From an optimization exercise on the open Yosys and OpenROAD flow, aimed at small area, a short achievable clock period and few clock cycles; shortcuts taken in it are not production practice.
Only simulation tests tie the RTL to the original design; equivalence was not proved.
Power is estimated from default activity; no workload was simulated.

north:
==> flow/design.v (excerpt) <==
module crc_block (
    input  wire        clk,
    input  wire        rst_n,
    input  wire        bus_valid,
    input  wire        bus_write,
    input  wire [11:0] bus_addr,
    input  wire [1:0]  bus_size,
    input  wire [31:0] bus_wdata,
    output wire        bus_ready,
    output reg         bus_rvalid,
    output wire [31:0] bus_rdata,
    output wire        irq_crc
);
For scale: about 6,100 cells after synthesis, about 820 flip-flops, ~85 I/O pins.
==> flow/config.mk <==
export PLATFORM = sky130hd
export DESIGN_NAME = crc_block
export DESIGN_NICKNAME = crc_block
export VERILOG_FILES = /design/flow/design.v
export SDC_FILE = /design/flow/constraint.sdc
export NUM_CORES = 4
export LEC_CHECK = 0
export CAP_MARGIN = 30
export CORE_MARGIN = 2
export CORE_UTILIZATION = 50
export PLACE_DENSITY = 0.6
export SLEW_MARGIN = 40
==> flow/constraint.sdc <==
create_clock -name core_clock -period 14.0 [get_ports {clk}]
set_input_delay 2.8000 -clock core_clock [delete_from_list [all_inputs] [get_ports {clk}]]
set_output_delay 2.8000 -clock core_clock [all_outputs]
set_load 0.01 [all_outputs]
run.sh (not shown) runs the stock make flow with config.mk's settings and CLKGATE_MAP_FILE= SYNTH_SCRIPT=/design/flow/synth_recipe.tcl, a recipe that flattens the netlist after the stock synthesis.
Both conditions hold for north: the flow ran to the end and the final layout passed the timing, DRC and antenna checks.
Testbench counts of north, summed over its fixed seeds: cycles 7,521.
For south, these inputs were changed with respect to north:
# north
export LEC_CHECK = 0
export CAP_MARGIN = 30
export CORE_MARGIN = 2
export CORE_UTILIZATION = 50
export PLACE_DENSITY = 0.6
export SLEW_MARGIN = 40
create_clock -name core_clock -period 14.0 [get_ports {clk}]
# south
export LEC_CHECK = 0
export CAP_MARGIN = 20
export CORE_MARGIN = 2
export CORE_UTILIZATION = 50
export PLACE_DENSITY = 0.6
export SLEW_MARGIN = 20
create_clock -name core_clock -period 14.0 [get_ports {clk}]
==> flow/flow/run.sh (new file) <==
#!/bin/bash
# The standard layout (standard.sh: standard synthesis, floorplan, placement, CTS,
# routing), with the timing repair asked to leave 9 ns of setup slack at the design's
# 14 ns clock instead of stopping at 0. The SDC and the clock period are unchanged.
set -euo pipefail
cd "$(dirname "$0")/.."
bash standard.sh SETUP_SLACK_MARGIN=9 finish > flow_make.log 2>&1
==> flow/standard.sh (new file) <==
#!/bin/bash
# synth_recipe.tcl (not shown) runs the flow's synth.tcl, then flattens the netlist and writes it again
# the make line also repeats each setting of config.mk as NAME=value (left out here)
make -C /OpenROAD-flow-scripts/flow DESIGN_CONFIG=/design/flow/config.mk WORK_HOME=/design/flow/orfs CLKGATE_MAP_FILE= SYNTH_SCRIPT=/design/flow/synth_recipe.tcl "${@:-finish}"
removed: flow/run.sh
==> comparison <==
- Result: PASS for each of south and north
- Taking north as the reference, in south largest vdd supply drop fell by about 20%; power essentially unchanged; number of clock buffers in the layout shows an increase of about 10%.
- south: post-route minimum period 0.73 ns below north
- Capture point of the critical path = a_val[7]: north; capture point of the critical path = bus_rdata[16]: south
- Ratio of final minimum period to clock period delta for south relative to north: 5.2 points lower
- For the TritonCTS buffer count, south came in 2 higher than north did.
- The lower post-placement cell area came out of south.
- Against north, routed wire length in south rose slightly.
- NOTE: path length in cells of the critical path in south falls short of that of north
- Compared north against south; worst slack on hold paths within noise.
- Re final setup slack of the worst path: south and north aren't equal, and the lower value belongs to north.
Changes in east relative to south:
# south
export LEC_CHECK = 0
export CAP_MARGIN = 20
export CORE_MARGIN = 2
export CORE_UTILIZATION = 50
export PLACE_DENSITY = 0.6
export SLEW_MARGIN = 20
create_clock -name core_clock -period 14.0 [get_ports {clk}]
# east
export LEC_CHECK = 0
export CAP_MARGIN = 30
export CORE_MARGIN = 2
export CORE_UTILIZATION = 50
export PLACE_DENSITY = 0.6
export SLEW_MARGIN = 40
create_clock -name core_clock -period 14.0 [get_ports {clk}]
--- outcome ---
| sum of net half-perimeters after detailed placement | east vs south | worse |. Between south and east, the global-route usage figures differ only marginally. The run showing the greater time the worst path needs with I/O delays and setup is south. Lower relative area change from synthesis to final layout goes to south over east. Of east and south, it is east that has the higher setup slack. east vs south, setup slack on the worst flop-to-flop path went up by 0.09 ns. | core utilization of the finished layout | east vs south | ≈ equal |.

==> afterwards: timing with drivers on the ports <==
No port has a modelled driver above. Below, the same layouts with a new extraction and two added sets of constraints. Step 1 assumes that a clkbuf_16 drives the clock port and a buf_2 every other input. Step 2 adds t to the input delays and takes it off the output delays; t is the mean of the earliest and latest rising clock arrival at the registers after step 1. Input paths then give back, and output paths get back, about the clock's delay inside the block. a / b / c = ideal ports / drivers / drivers and shift; a / b = the first two.
run	t, ns	slack for setup (ns)	worst setup path at the end	worst data-port slew with drivers (ns)
north	0.768	7.912 / 7.857 / 7.198	input to register	0.04
south	0.774	8.638 / 8.564 / 8.271	input to register	0.05
east	0.746	8.654 / 8.582 / 8.353	input to register	0.05
After both steps every run listed still meets setup and hold. For north, which loses most, drivers alone change the setup slack by -0.055 ns; drivers and shift together by -0.714 ns.
